This design comes from an exercise in tuning for small area on the open sky130 flow, not from production work. No functional check of the RTL was part of this run. Power is estimated from default activity; no workload was simulated.

File: flow/config.mk
export PLATFORM = sky130hd
export DESIGN_NAME = qe_unit
export DESIGN_NICKNAME = qe_unit
export VERILOG_FILES = /design/flow/design.v
export SDC_FILE = /design/flow/constraint.sdc
export NUM_CORES = 4
export LEC_CHECK = 0
export CAP_MARGIN = 10
export CORE_MARGIN = 2
export CORE_UTILIZATION = 40
export CTS_BUF_LIST = sky130_fd_sc_hd__clkbuf_16
export CTS_CLUSTER_DIAMETER = 90
export CTS_CLUSTER_SIZE = 27
export SLEW_MARGIN = 10
File: flow/constraint.sdc
create_clock -name core_clock -period 10.0 [get_ports {clk}]
set_input_delay 2.0000 -clock core_clock [delete_from_list [all_inputs] [get_ports {clk}]]
set_output_delay 2.0000 -clock core_clock [all_outputs]
set_load 0.01 [all_outputs]
File: flow/design.v
module qe_fa (
    input  wire a,
    input  wire b,
    input  wire c,
    output wire s,
    output wire co
);
    assign s  = a ^ b ^ c;
    assign co = (a & b) | (c & (a | b));
endmodule
module qe_unit (
    input  wire        clk,
    input  wire        rst_n,         
    input  wire        qa,
    input  wire        qb,
    input  wire        qz,
    input  wire        tick_ms,
    input  wire        confirm,
    input  wire [4:0]  confirm_pair,
    input  wire        wr_en,
    input  wire [4:0]  wr_addr,
    input  wire [31:0] wr_data,
    input  wire [4:0]  rd_addr,
    output reg  [31:0] rd_data,
    output wire [7:0]  win_h,
    output reg         ev_uncertain,
    output reg         ev_referenced,
    output reg         ev_refused
);
    localparam [2:0] C_NONE = 3'd0, C_NOREF = 3'd1, C_ILLEGAL = 3'd2,
                     C_OVERSPEED = 3'd3, C_MISMATCH = 3'd4, C_RANGE = 3'd5,
                     C_DISABLED = 3'd6;
    wire rst = !rst_n;
    genvar i, r, w;
    reg               cfg_dir;
    reg  [1:0]        cfg_ref_mode;
    reg               cfg_zgate;
    reg  [3:0]        cfg_flt;
    reg  [4:0]        cfg_ref_pair;
    reg  [7:0]        cfg_still_t;
    reg               cfg_en;
    reg  [31:0]       ref_pos;
    reg  [7:0]        still_band;
    reg  [7:0]        ztol;
    reg  [31:0]       win_start [0:7];
    reg  [31:0]       win_ctl   [0:7];
    reg  [31:0]       pos;
    reg  [31:0]       zpos;
    reg  [8:0]        delta;         
    reg               illegal_flag;
    reg               still;
    reg  [7:0]        still_cnt;
    reg               ref_armed;
    reg  [13:0]       arm_cnt;
    reg  [2:0]        cause;
    reg               rf_set;        
    reg               rf_lsb;        
    reg               wr_ign;
    reg  [15:0]       illegal_cnt;
    reg  [15:0]       refs;
    reg  [6:0]        age_a, age_b;     
    reg               fresh;
    wire referenced = (cause == C_NONE);
    reg  [2:0] flt_q;             
    reg  [3:0] flt_cnt [0:2];
    wire [2:0] flt_in = {qz, qb, qa};
    wire [2:0] flt_n;             
    generate
        for (i = 0; i < 3; i = i + 1) begin : g_flt
            wire [3:0] cnt  = flt_cnt[i];
            wire       diff = flt_in[i] ^ flt_q[i];
            wire       c_ge = (cnt[3] & ~cfg_flt[3]) | (~(cnt[3] ^ cfg_flt[3]) &
                              ((cnt[2] & ~cfg_flt[2]) | (~(cnt[2] ^ cfg_flt[2]) &
                              ((cnt[1] & ~cfg_flt[1]) | (~(cnt[1] ^ cfg_flt[1]) &
                              (cnt[0] | ~cfg_flt[0]))))));
            wire [3:0] cnt_inc = {cnt[3] ^ (cnt[2] & cnt[1] & cnt[0]),
                                  cnt[2] ^ (cnt[1] & cnt[0]),
                                  cnt[1] ^ cnt[0],
                                  ~cnt[0]};
            assign flt_n[i] = flt_q[i] ^ (diff & c_ge);
            always @(posedge clk) begin
                if (rst) begin
                    flt_q[i]   <= 1'b0;
                    flt_cnt[i] <= 4'd0;
                end else begin
                    flt_q[i]   <= flt_n[i];
                    flt_cnt[i] <= (diff & ~c_ge) ? cnt_inc : 4'd0;
                end
            end
        end
    endgenerate
    wire fa = flt_q[0], fb = flt_q[1], fz = flt_q[2];
    wire fa_n = flt_n[0], fb_n = flt_n[1], fz_n = flt_n[2];
    wire [31:0] wd      = wr_data & {32{rst_n}};
    wire        wr_cfg  = wr_en && wr_addr == 5'h00;
    wire        wr_open = wr_en && !cfg_en;
    wire        ld_cfg  = rst | (wr_open && wr_addr == 5'h00);
    wire        ld_ref  = rst | (wr_open && wr_addr == 5'h01);
    wire        ld_tol  = rst | (wr_open && wr_addr == 5'h02);
    wire        wr_win  = wr_en && (wr_addr[4] ^ wr_addr[3]);    
    wire        wr_guard = wr_en && (wr_addr == 5'h01 || wr_addr == 5'h02) || wr_win;
    wire        en_next = wr_cfg ? wr_data[31] : cfg_en;
    wire        enabling  = !cfg_en && en_next;
    wire        disabling = cfg_en && !en_next;
    always @(posedge clk) begin
        if (ld_cfg) begin
            cfg_dir      <= wd[0];
            cfg_ref_mode <= wd[2:1];
            cfg_zgate    <= wd[3];
            cfg_flt      <= wd[7:4];
            cfg_ref_pair <= wd[12:8];
            cfg_still_t  <= wd[23:16];
        end
        if (rst | wr_cfg)
            cfg_en <= wd[31];
        if (ld_ref)
            ref_pos <= wd;
        if (ld_tol) begin
            still_band <= wd[7:0];
            ztol       <= wd[15:8];
        end
        if (rst)
            wr_ign <= 1'b0;
        else if (cfg_en) begin
            if (disabling)
                wr_ign <= 1'b0;
            else if (wr_guard)
                wr_ign <= 1'b1;
        end
    end
    generate
        for (i = 0; i < 8; i = i + 1) begin : g_wcfg
            wire ld_s = rst | (wr_open && wr_addr == 5'h08 + 2 * i);
            wire ld_c = rst | (wr_open && wr_addr == 5'h09 + 2 * i);
            always @(posedge clk) begin
                if (ld_s)
                    win_start[i] <= wd;
                if (ld_c)
                    win_ctl[i] <= wd;
            end
        end
    endgenerate
    wire d_a     = fa_n ^ fa;
    wire d_b     = fb_n ^ fb;
    wire illegal = d_a & d_b;
    wire stepped = d_a ^ d_b;
    wire up_raw  = d_a ? (fa_n ^ fb) : !(fb_n ^ fa);
    wire up      = up_raw ^ cfg_dir;
    wire [31:0] px = pos ^ {32{~up}};
    wire [32:0] pf;
    assign pf[0] = 1'b1;
    generate
        for (i = 0; i < 32; i = i + 1) begin : g_pf
            assign pf[i+1] = pf[i] & px[i];
        end
    endgenerate
    wire at_max = (&pos[30:0]) & ~pos[31];                   
    wire at_min = pos[31] & (&(~pos[30:1]));                  
    wire range_err = stepped & (up ? at_max : at_min);
    wire do_step   = cfg_en & stepped & !range_err;    
    localparam [6:0] AGE_80 = 7'd18;
    wire age_a_lt  = age_a != AGE_80;                        
    wire age_b_lt  = age_b != AGE_80;
    wire [6:0] age_a_inc = {age_a[5:0], ~(age_a[6] ^ age_a[5])};
    wire [6:0] age_b_inc = {age_b[5:0], ~(age_b[6] ^ age_b[5])};
    wire overspeed = (d_a & age_a_lt) | (d_b & age_b_lt);
    wire [31:0] pos1 = pos ^ (pf[31:0] & {32{do_step}});
    wire       d_neg = delta[8];
    wire [7:0] d_mag = delta[7:0];
    wire       d_z   = ~|d_mag;
    wire       d_one = (d_mag == 8'd1);
    wire       away  = d_z | (d_neg ^ up);
    wire [7:0] dmx = d_mag ^ {8{~away}};
    wire [8:0] dpf;
    assign dpf[0] = 1'b1;
    generate
        for (i = 0; i < 8; i = i + 1) begin : g_dpf
            assign dpf[i+1] = dpf[i] & dmx[i];
        end
    endgenerate
    wire [7:0] d_mag1 = d_mag ^ dpf[7:0];
    wire       d_neg1 = away ? ~up : (d_neg & ~d_one);
    wire [8:0] dn     = {d_neg1, d_mag1};               
    wire anchor_reset = do_step & away & (d_mag == still_band);
    wire still1 = still & !anchor_reset;
    wire unc1   = illegal | (stepped & (range_err | overspeed));
    wire [2:0] cause1 = illegal ? C_ILLEGAL : range_err ? C_RANGE : C_OVERSPEED;
    wire ref1   = referenced & !unc1;
    wire mode1 = cfg_ref_mode == 2'd1;
    wire mode2 = cfg_ref_mode == 2'd2;
    wire mode3 = cfg_ref_mode == 2'd3;
    wire index_ev = fz_n && !fz && (!cfg_zgate || (fa_n && fb_n)) && !illegal && cfg_ref_mode[0];
    wire ref_idx  = index_ev & ((mode1 & !ref1) | (mode3 & ref_armed));
    wire chk      = index_ev & !ref_idx & ref1;
    wire [31:0] npos = ~pos;
    wire [11:0] r_elo [0:8];
    wire [12:0] r_eh  [0:8];
    wire [8:0]  r_c12, r_ehz, r_eho, r_neg, r_hi0, r_hi1;
    generate
        for (r = 0; r < 9; r = r + 1) begin : g_rel
            wire [31:0] x;
            if (r < 8) begin : g_xw
                assign x = win_start[r];
            end else begin : g_xr
                assign x = ref_pos;
            end
            wire [11:0] e_lo;
            wire [12:0] c;
            assign e_lo[0] = ~(x[0] ^ npos[0]);
            assign c[1]    = x[0] | npos[0];
            for (i = 1; i < 12; i = i + 1) begin : g_lo
                qe_fa u_fa (.a(x[i]), .b(npos[i]), .c(c[i]), .s(e_lo[i]), .co(c[i+1]));
            end
            wire [12:0] eh;
            wire [13:0] ch;
            assign eh[0] = x[12] ^ npos[12];
            assign ch[1] = x[12] & npos[12];
            for (i = 1; i < 13; i = i + 1) begin : g_hi
                qe_fa u_fa (.a(x[12+i]), .b(npos[12+i]), .c(ch[i]), .s(eh[i]), .co(ch[i+1]));
            end
            wire eh_z = ~|eh;
            wire eh_o = &eh;
            wire c25  = ch[13] | (c[12] & eh_o);
            wire [7:0] xa = {x[31], x[31:25]};
            wire [7:0] na = {npos[31], npos[31:25]};
            wire [7:0] d;
            wire [8:0] cd;
            assign d[0]  = xa[0] ^ na[0];
            assign cd[1] = xa[0] & na[0];
            for (i = 1; i < 8; i = i + 1) begin : g_d
                qe_fa u_fa (.a(xa[i]), .b(na[i]), .c(cd[i]), .s(d[i]), .co(cd[i+1]));
            end
            wire d_ones7 = &d[6:0];
            wire d_zero  = ~|d;
            wire d_ones  = d_ones7 & d[7];
            wire d_fe    = (&d[7:1]) & ~d[0];
            assign r_elo[r] = e_lo;
            assign r_eh[r]  = eh;
            assign r_c12[r] = c[12];
            assign r_ehz[r] = eh_z;
            assign r_eho[r] = eh_o;
            assign r_neg[r] = d[7] ^ (c25 & d_ones7);
            assign r_hi0[r] = c25 ? d_ones : d_zero;
            assign r_hi1[r] = c25 ? d_fe : d_ones;
        end
    endgenerate
    wire [11:0] y_lo = r_elo[8];
    wire [12:0] yh   = r_eh[8];
    wire        y_c12 = r_c12[8];
    wire y_z12 = y_c12 ? r_eho[8] : r_ehz[8];
    wire y_o12 = y_c12 ? ((&yh[12:1]) & ~yh[0]) : r_eho[8];
    wire near = (r_hi0[8] & y_z12 & ~|y_lo[11:9]) | (r_hi1[8] & y_o12 & &y_lo[11:9]);
    wire [10:0] y11 = {y_lo[9], y_lo[9:0]};
    wire [10:0] ymz, ypz;
    wire [11:0] cm, cp;
    assign ymz[0] = y11[0] ^ ztol[0];
    assign cm[1]  = y11[0] | ~ztol[0];
    assign ypz[0] = y11[0] ^ ztol[0];
    assign cp[1]  = y11[0] & ztol[0];
    generate
        for (i = 1; i < 8; i = i + 1) begin : g_z
            qe_fa u_m (.a(y11[i]), .b(~ztol[i]), .c(cm[i]), .s(ymz[i]), .co(cm[i+1]));
            qe_fa u_p (.a(y11[i]), .b(ztol[i]),  .c(cp[i]), .s(ypz[i]), .co(cp[i+1]));
        end
        for (i = 8; i < 11; i = i + 1) begin : g_zh
            assign ymz[i]  = ~(y11[i] ^ cm[i]);
            assign cm[i+1] = y11[i] | cm[i];
            assign ypz[i]  = y11[i] ^ cp[i];
            assign cp[i+1] = y11[i] & cp[i];
        end
    endgenerate
    wire ymz_z1 = ~|ymz[10:1];
    wire ypz_1s = &ypz;
    wire ypz_nz = |ypz;
    wire tol_m = !do_step ? (ymz[10] | (ymz_z1 & ~ymz[0])) :
                 up       ? (ymz[10] | ymz_z1) : ymz[10];
    wire tol_p = !do_step ? ~ypz[10] :
                 up       ? (~ypz[10] & ypz_nz) : (~ypz[10] | ypz_1s);
    wire in_tol = near & tol_m & tol_p;
    wire chk_ok  = chk & in_tol;
    wire chk_bad = chk & !in_tol;
    wire confirm_ev = confirm && confirm_pair == cfg_ref_pair;
    wire ref_cfm    = mode2 & confirm_ev & still1;
    wire ref_any    = ref_idx | ref_cfm;
    wire arm_cfm    = mode3 & confirm_ev;
    wire s_armed    = arm_cfm | (ref_armed & !ref_idx);
    wire to_ref     = ref_any | chk_ok;
    wire refuse_en  = cfg_en & mode2 & confirm_ev & !still1;
    wire refuse_dis = !cfg_en & cfg_ref_mode[1] & confirm_ev;
    wire [16:0] ic, rc;
    assign ic[0] = 1'b1;
    assign rc[0] = 1'b1;
    generate
        for (i = 0; i < 16; i = i + 1) begin : g_cnt
            assign ic[i+1] = ic[i] & illegal_cnt[i];
            assign rc[i+1] = rc[i] & refs[i];
        end
    endgenerate
    wire [15:0] ill_inc  = illegal_cnt ^ (ic[15:0] & {16{illegal & !ic[16]}});
    wire [15:0] refs_inc = refs ^ (rc[15:0] & {16{ref_any & !rc[16]}});
    wire        st_inc = tick_ms & !(&still_cnt);
    wire [8:0]  sc;
    assign sc[0] = st_inc;
    wire [7:0]  st_next;
    generate
        for (i = 0; i < 8; i = i + 1) begin : g_st
            assign st_next[i] = still_cnt[i] ^ sc[i];
            assign sc[i+1]    = still_cnt[i] & sc[i];
        end
    endgenerate
    wire [8:0] sg;
    assign sg[0] = 1'b1;
    generate
        for (i = 0; i < 8; i = i + 1) begin : g_sg
            assign sg[i+1] = (st_next[i] & ~cfg_still_t[i]) | (sg[i] & (st_next[i] | ~cfg_still_t[i]));
        end
    endgenerate
    wire st_ge = sg[8];
    localparam [13:0] ARM_END = 14'd8629;
    wire        arm_end = arm_cnt == ARM_END;
    wire [13:0] arm_inc = {arm_cnt[12:0], ~(arm_cnt[13] ^ arm_cnt[12] ^ arm_cnt[11] ^ arm_cnt[1])};
    wire [8:0] delta_next = (to_ref | anchor_reset) ? 9'd0 : do_step ? dn[8:0] : delta;
    wire [2:0] s_cause = ref_any ? C_NONE : chk_bad ? C_MISMATCH : unc1 ? cause1 : cause;
    always @(posedge clk) begin
        if (rst | enabling) begin
            pos   <= 32'd0;
            delta <= 9'd0;
        end else begin
            pos   <= (cfg_en & to_ref) ? ref_pos : pos1;
            delta <= (cfg_en & to_ref) ? 9'd0 : delta_next;
        end
    end
    always @(posedge clk) begin
        if (rst) begin
            zpos          <= 32'd0;
            illegal_flag  <= 1'b0;
            rf_set        <= 1'b0;
            rf_lsb        <= 1'b0;
            illegal_cnt   <= 16'd0;
            refs          <= 16'd0;
            age_a         <= AGE_80;
            age_b         <= AGE_80;
            ev_refused    <= 1'b0;
        end else begin
            age_a <= d_a ? 7'd0 : (age_a_lt ? age_a_inc : age_a);
            age_b <= d_b ? 7'd0 : (age_b_lt ? age_b_inc : age_b);
            ev_refused <= refuse_en | refuse_dis;
            if (refuse_en | refuse_dis) begin
                rf_set <= 1'b1;
                rf_lsb <= refuse_dis;
            end
            if (cfg_en) begin
                if (chk)
                    zpos <= pos1;
                illegal_flag  <= !ref_any & (illegal | illegal_flag);
                refs          <= refs_inc;
                illegal_cnt   <= ill_inc;
            end
        end
    end
    wire run = rst_n & cfg_en & !disabling;       
    always @(posedge clk) begin
        still         <= run & !anchor_reset & st_ge;
        still_cnt     <= (run & !anchor_reset) ? st_next : 8'd0;
        ref_armed     <= run & (arm_cfm | (s_armed & !(tick_ms & arm_end)));
        if (!run | arm_cfm)
            arm_cnt <= 14'd0;
        else if (s_armed & tick_ms)
            arm_cnt <= arm_end ? 14'd0 : arm_inc;
        else if (!s_armed)
            arm_cnt <= 14'd0;
        cause         <= rst ? C_DISABLED : enabling ? C_NOREF : run ? s_cause : C_DISABLED;
        fresh         <= run & ref_any;
        ev_uncertain  <= rst_n & (enabling | disabling | (run & (unc1 | chk_bad)));
        ev_referenced <= rst_n & cfg_en & ref_any;
    end
    reg  [7:0] win;
    assign win_h = win;
    generate
        for (w = 0; w < 8; w = w + 1) begin : g_win
            wire [23:0] width = win_ctl[w][23:0];
            wire [6:0]  h     = (win[w] & ~fresh) ? win_ctl[w][30:24] : 7'd0;
            wire [11:0] e_lo  = r_elo[w];
            wire [12:0] eh    = r_eh[w];
            wire        c12   = r_c12[w];
            wire        neg   = r_neg[w];
            wire [7:0] cl;
            assign cl[0] = 1'b1;
            for (i = 0; i < 7; i = i + 1) begin : g_cl
                assign cl[i+1] = (h[i] & ~e_lo[i]) | (cl[i] & (h[i] | ~e_lo[i]));
            end
            wire e_z7 = ~|e_lo[11:7] & (c12 ? r_eho[w] : r_ehz[w]);    
            wire cond_lo = neg | (r_hi0[w] & e_z7 & cl[7]);
            wire [11:0] f_lo;
            wire [12:0] cf;
            assign f_lo[0] = e_lo[0] ^ width[0];
            assign cf[1]   = e_lo[0] & width[0];
            for (i = 1; i < 12; i = i + 1) begin : g_f
                qe_fa u_fa (.a(e_lo[i]), .b(width[i]), .c(cf[i]), .s(f_lo[i]), .co(cf[i+1]));
            end
            wire [12:0] fh;
            wire [13:0] cg;
            assign fh[0] = eh[0] ^ width[12];
            assign cg[1] = eh[0] & width[12];
            for (i = 1; i < 12; i = i + 1) begin : g_fh
                qe_fa u_fa (.a(eh[i]), .b(width[12+i]), .c(cg[i]), .s(fh[i]), .co(cg[i+1]));
            end
            assign fh[12] = eh[12] ^ cg[12];
            assign cg[13] = eh[12] & cg[12];
            wire k1    = c12 ^ cf[12];
            wire k2    = c12 & cf[12];
            wire fh_o  = &fh;
            wire fh_fe = (&fh[12:1]) & ~fh[0];
            wire fh_fd = (&fh[12:2]) & ~fh[1] & fh[0];
            wire wrap  = c12 & r_eho[w];
            wire f_ovf = ~wrap & (cg[13] | (k1 & fh_o) | (k2 & (fh_o | fh_fe)));
            wire f_o12 = ~wrap & ((~k1 & ~k2 & fh_o) | (k1 & fh_fe) | (k2 & fh_fd));
            wire [7:0] cu;
            assign cu[0] = 1'b0;
            for (i = 0; i < 7; i = i + 1) begin : g_cu
                assign cu[i+1] = (f_lo[i] & h[i]) | (cu[i] & (f_lo[i] | h[i]));
            end
            wire cond_hi = ~neg | (r_hi1[w] & (f_ovf | (f_o12 & &f_lo[11:7] & cu[7])));
            always @(posedge clk) begin
                if (rst)
                    win[w] <= 1'b0;
                else
                    win[w] <= referenced & (still | ~win_ctl[w][31]) & cond_lo & cond_hi;
            end
        end
    endgenerate
    wire [7:0] last_refusal = {1'b0, rf_set, rf_set, 2'b00, rf_set, 1'b0, rf_lsb};
    wire [4:0] rd_sel = rst ? 5'h1F : rd_addr;
    reg [31:0] rd_mux;
    always @* begin
        rd_mux = 32'd0;
        case (rd_sel)
            5'h00: rd_mux = {cfg_en, 7'd0, cfg_still_t, 3'd0, cfg_ref_pair,
                             cfg_flt, cfg_zgate, cfg_ref_mode, cfg_dir};
            5'h01: rd_mux = ref_pos;
            5'h02: rd_mux = {16'd0, ztol, still_band};
            5'h03: rd_mux = {8'd0, last_refusal, 5'd0, cause, 2'd0, ref_armed, wr_ign,
                             still, illegal_flag, !referenced, referenced};
            5'h04: rd_mux = pos;
            5'h05: rd_mux = zpos;
            5'h06: rd_mux = {refs, illegal_cnt};
            5'h07: rd_mux = {13'd0, fa, fb, fz, win_h, 8'd0};
            5'h08: rd_mux = win_start[0];
            5'h09: rd_mux = win_ctl[0];
            5'h0A: rd_mux = win_start[1];
            5'h0B: rd_mux = win_ctl[1];
            5'h0C: rd_mux = win_start[2];
            5'h0D: rd_mux = win_ctl[2];
            5'h0E: rd_mux = win_start[3];
            5'h0F: rd_mux = win_ctl[3];
            5'h10: rd_mux = win_start[4];
            5'h11: rd_mux = win_ctl[4];
            5'h12: rd_mux = win_start[5];
            5'h13: rd_mux = win_ctl[5];
            5'h14: rd_mux = win_start[6];
            5'h15: rd_mux = win_ctl[6];
            5'h16: rd_mux = win_start[7];
            5'h17: rd_mux = win_ctl[7];
            default: rd_mux = 32'd0;
        endcase
    end
    always @(posedge clk)
        rd_data <= rd_mux;
endmodule
File: flow/flow/run.sh
#!/bin/bash
# Layout flow: the standard layout (standard.sh, which runs the standard
# synthesis unchanged), with two changes to how the layout is made:
#  - the port buffers are the smallest buffer cell (buffer_ports -buffer_cell);
#  - the clock tree is built without dummy loads.
# make's full output goes to standard.log here; ORFS keeps each step's log
# under orfs/logs/.
set -euo pipefail
export BUFFER_PORTS_ARGS="-buffer_cell sky130_fd_sc_hd__buf_1"
export CTS_ARGS="-sink_clustering_enable -repair_clock_nets -sink_clustering_size 27 -sink_clustering_max_diameter 90 -buf_list sky130_fd_sc_hd__clkbuf_16 -dont_use_dummy_load"
if ! bash standard.sh > standard.log 2>&1; then
    tail -n 40 standard.log
    exit 1
fi
tail -n 5 standard.log
File: flow/standard.sh
#!/bin/bash
# synth_recipe.tcl (not shown) runs the flow's synth.tcl, then flattens the netlist and writes it again
# the make line also repeats each setting of config.mk as NAME=value (left out here)
make -C /OpenROAD-flow-scripts/flow DESIGN_CONFIG=/design/flow/config.mk WORK_HOME=/design/flow/orfs CLKGATE_MAP_FILE= SYNTH_SCRIPT=/design/flow/synth_recipe.tcl "${@:-finish}"
==> out/results.txt <==
Worst-skew pair later-pin latency -> 0.64 ns
Post-synthesis sequential area ratio -> 46.3%
Final Cycle Share -> 88.1%
Core Footprint -> 116000 sq um
Post-synthesis net count -> 4450
Cell taking the most area after synthesis -> edfxtp_1
Required @ worst endpoint -> 10.53 ns
Area contributors post-synth -> edfxtp_1 (37%), fa_1 (19%), dfxtp_1 (8.9%)
Delay-heaviest family, CP -> adder cells
Most frequent cells in the layout -> edfxtp_1 (582), fa_1 (451), inv_1 (446)
Die Width -> 346 um
DRT Pass-1 Iters -> 7
Gr usage total -> 33.0%
Routability cong. -> 1.05
Setup crit start kind -> register
RSZ-0062 raised after global routing -> no
Total Wirelength -> 201000 um
Worst hold stages -> 1
Final setup viols -> 0
Worst Setup Path Type -> reg -> reg
RR Endpoint -> win[5]
Worst Reg-to-Reg Cells -> 24
Fmax -> 113 MHz
Syn avg cell area -> 12.2 sq um
Clock root buffer master -> clkbuf_16
Crit-path cells -> buf_4 > ha_1 > fa_1 > inv_1 > fa_1 > fa_1 > fa_1 > fa_1 > fa_1 > fa_1 > fa_1 > fa_1 > fa_1 > fa_1 > inv_1 > fa_1 > nor3_1 > a21o_1 > a221oi_1 > o21ai_0 > nand4_1 > nor2_1 > o2111ai_1 > a221oi_1
Final setup TNS -> 0 ns
Non-Filler Instances -> 5452
Final hold vios -> 0
Final instance area -> 50400 sq um
Most common cell after layout, fill and taps aside -> edfxtp_1
Top-area cell type share of the netlist area -> 37.4%
Final nets -> 4533
Final min period -> 8.81 ns
Layout cells sized above 1 -> 5.91%
Status -> finished clean
Setup Skew -> 0.0464 ns
Count of final max-slew check failures -> 0
Number of routed nets with antenna violations -> 0
Htree depth -> 2
Synth-to-layout area growth -> 7.78%
Critical Path End Type -> register
R2R Setup Slk -> 1.19 ns
#FFs+latches synth -> 791
Data arrival, critical path -> 9.35 ns
Post-Synthesis Cell Area -> 46800 sq um
Pleak -> 17.8 nW
Crit Path Max Fanout -> 9
Num CTS Buffers -> 38
Pwr Density -> 143 nW/um^2
Row Count -> 125
Initial antenna violation count -> 13
HP Start -> age_b[4]
Hold_buf cts -> 0
VDD IR max -> 0.000116 V
Headroom to the max-slew limit -> 19.6%
TritonCTS Sinks -> 791
Global-route wire length before repair -> 276000 um
Starting Density -> 40.3%
Worst hold path type -> reg -> reg
Syn Inst Count -> 3845
Placed cells -> 5412
1st-iter DRT viols -> 5624
Asr flop ratio synth -> 0%
Setup bufs post-CTS -> 0
Primary FF master, synth -> edfxtp_1
Synthesis Warnings -> 4
Ports -> 98
Post-DR vias/cell -> 6.53
Buf/Inv on CP -> 3
Via count -> 35.6k
Clock-pin slew on the worst setup and hold paths -> 0.10 ns
Number of synthesized flops with an enable pin -> 582
Synth unique cells -> 104
Hold Path End -> age_b[5]
DIE HEIGHT -> 346 um
Max incr delay on CP -> 0.61 ns
GRT Residual Overflow -> 0
DP HPWL -> 149000 um
Pin count of the biggest net entering global routing -> 85
Routed length per instance -> 36.9 um
Buffers on Ports -> 97
Vias in the first global route -> 34.3k
Die area -> 120000 sq um
Max_cap viols -> 0
Worst-margin pin slew -> 1.21 ns
Placed instance area -> 49400 sq um
CTS Buffer Depth -> 3
Max stage delay cell, worst path -> o21ai_0
Reg2Reg Launch Point -> pos[0]
Crit path top cell by count -> fa_1
DR DRC count -> 0
TritonCTS clock tree -> yes
CTS resizes -> 0
report_power, final:
group | internal, W | switching (W) | total [W]
Clock | 0.000686 | 0.00109 | 0.00178
Sequential | 0.00371 | 0.000179 | 0.00389
Combinational | 0.000551 | 0.000993 | 0.00154
Total | 0.00495 | 0.00226 | 0.00721
logic make-up (layout without fill, tap and decap cells):
kind of cell | Yosys count | count (layout) | synth area share [%]
compound gates | 810 | 810 | 12.7
mux | 20 | 20 | 0.436
buf+inv | 590 | 671 | 4.95
other cells | 0 | 2 | 0
xor+xnor | 98 | 98 | 1.86
fa+ha+maj | 581 | 581 | 22.6
flops | 791 | 791 | 46.3
simple gates | 955 | 955 | 11.1
final cells by class:
class	count	area [sq um]
Multi-Input combinational cell	2464	23200
Inverter	451	1690
Fill cell	10900	65600
Antenna cell	2	5.00
Tap cell	1524	1910
Timing Repair Buffer	182	1010
Sequential cell	791	21700
Clock buffer	38	951
worst max path at each step:
stage                     startpoint  endpoint  slack [ns]  cells after the start
final                         pos[0]    win[5]        1.19                     24
after global routing         pos[12]    pos[4]        0.89                     25
after CTS                     pos[0]    win[5]        1.38                     24
after detailed placement      pos[0]    win[5]        1.44                     24
after global placement        pos[0]    win[5]        1.49                     24
after floorplan              pos[13]   pos[14]        2.42                     26
state kept, by name (all words and copies together), names as in the netlist, 4 cells and up:
signal / cells
age_a: 7
age_b: 7
arm_cnt: 14
cfg_flt: 4
cfg_ref_pair: 5
cfg_still_t: 8
delta: 9
flt_cnt: 12
illegal_cnt: 16
pos: 32
rd_data: 32
ref_pos: 32
refs: 16
still_band: 8
still_cnt: 8
win: 8
win_ctl: 256
win_start: 256
zpos: 32
ztol: 8
metal layers:
metal / global-route usage (%) / up-vias / wire length, um
li1: - / 14200 / -
met1: 43.2 / 17900 / 73900
met2: 47.9 / 2902 / 83600
met3: 10.1 / 565 / 28100
met4: 20.5 / 8 / 15400
met5: 0 / - / 37
synthesized netlist by cell type, drive strengths merged (68+ instances only):
library cell  instances
nand2               138
a22oi               209
a21oi               142
edfxtp              582
fa                  451
o21ai                95
nor2                208
clkbuf               97
nand3               110
dfxtp               209
ha                   99
a221oi               68
nand4               128
inv                 449
xnor2                77
stage by stage:
step | hold slack (ns) | setup WS, ns | utilization (%) | total power [W]
final | 0.459 | 1.19 | 43.4 | 0.00721
after global routing | 0.486 | 0.889 | 43.4 | 0.00744
after detailed placement | 0.440 | 1.44 | 42.6 | 0.00543
after global placement | 0.431 | 1.49 | 42.6 | 0.00543
after CTS | 0.457 | 1.38 | 43.4 | 0.00717
after floorplan | 0.421 | 2.42 | - | 0.00480
worst register-to-register path: cells and delay by family (launching register included):
family	cells	cell delay (ns)
compound gates	5	1.26
fa+ha+maj	13	5.54
buf+inv	3	0.45
flops	1	0.50
simple gates	3	0.95

## re-timing with driven ports
In the flow no input, the clock included, has a driving cell. The finished layout below was timed again as built, in two steps.
Step 1 sets driving cells, clkbuf_16 on the clock port and buf_2 on the other inputs (assumed; they add their load-dependent delay and slew).
Step 2 times the ports against the registers' clock, not the clock port: input delays grow and output delays shrink by t, the midpoint of the rising clock arrivals with the driver on.
a / b / c = no drivers / after step 1 / after step 2; a / b = the first two.
shift t [ns]: 0.688
setup slack, ns: 1.185 / 1.185 / 1.185
cell pins on the clock port's net: 1
After both steps this run still meets setup and hold. The setup slack of this run moves by 0.000 ns with the drivers and by 0.000 ns with both steps.
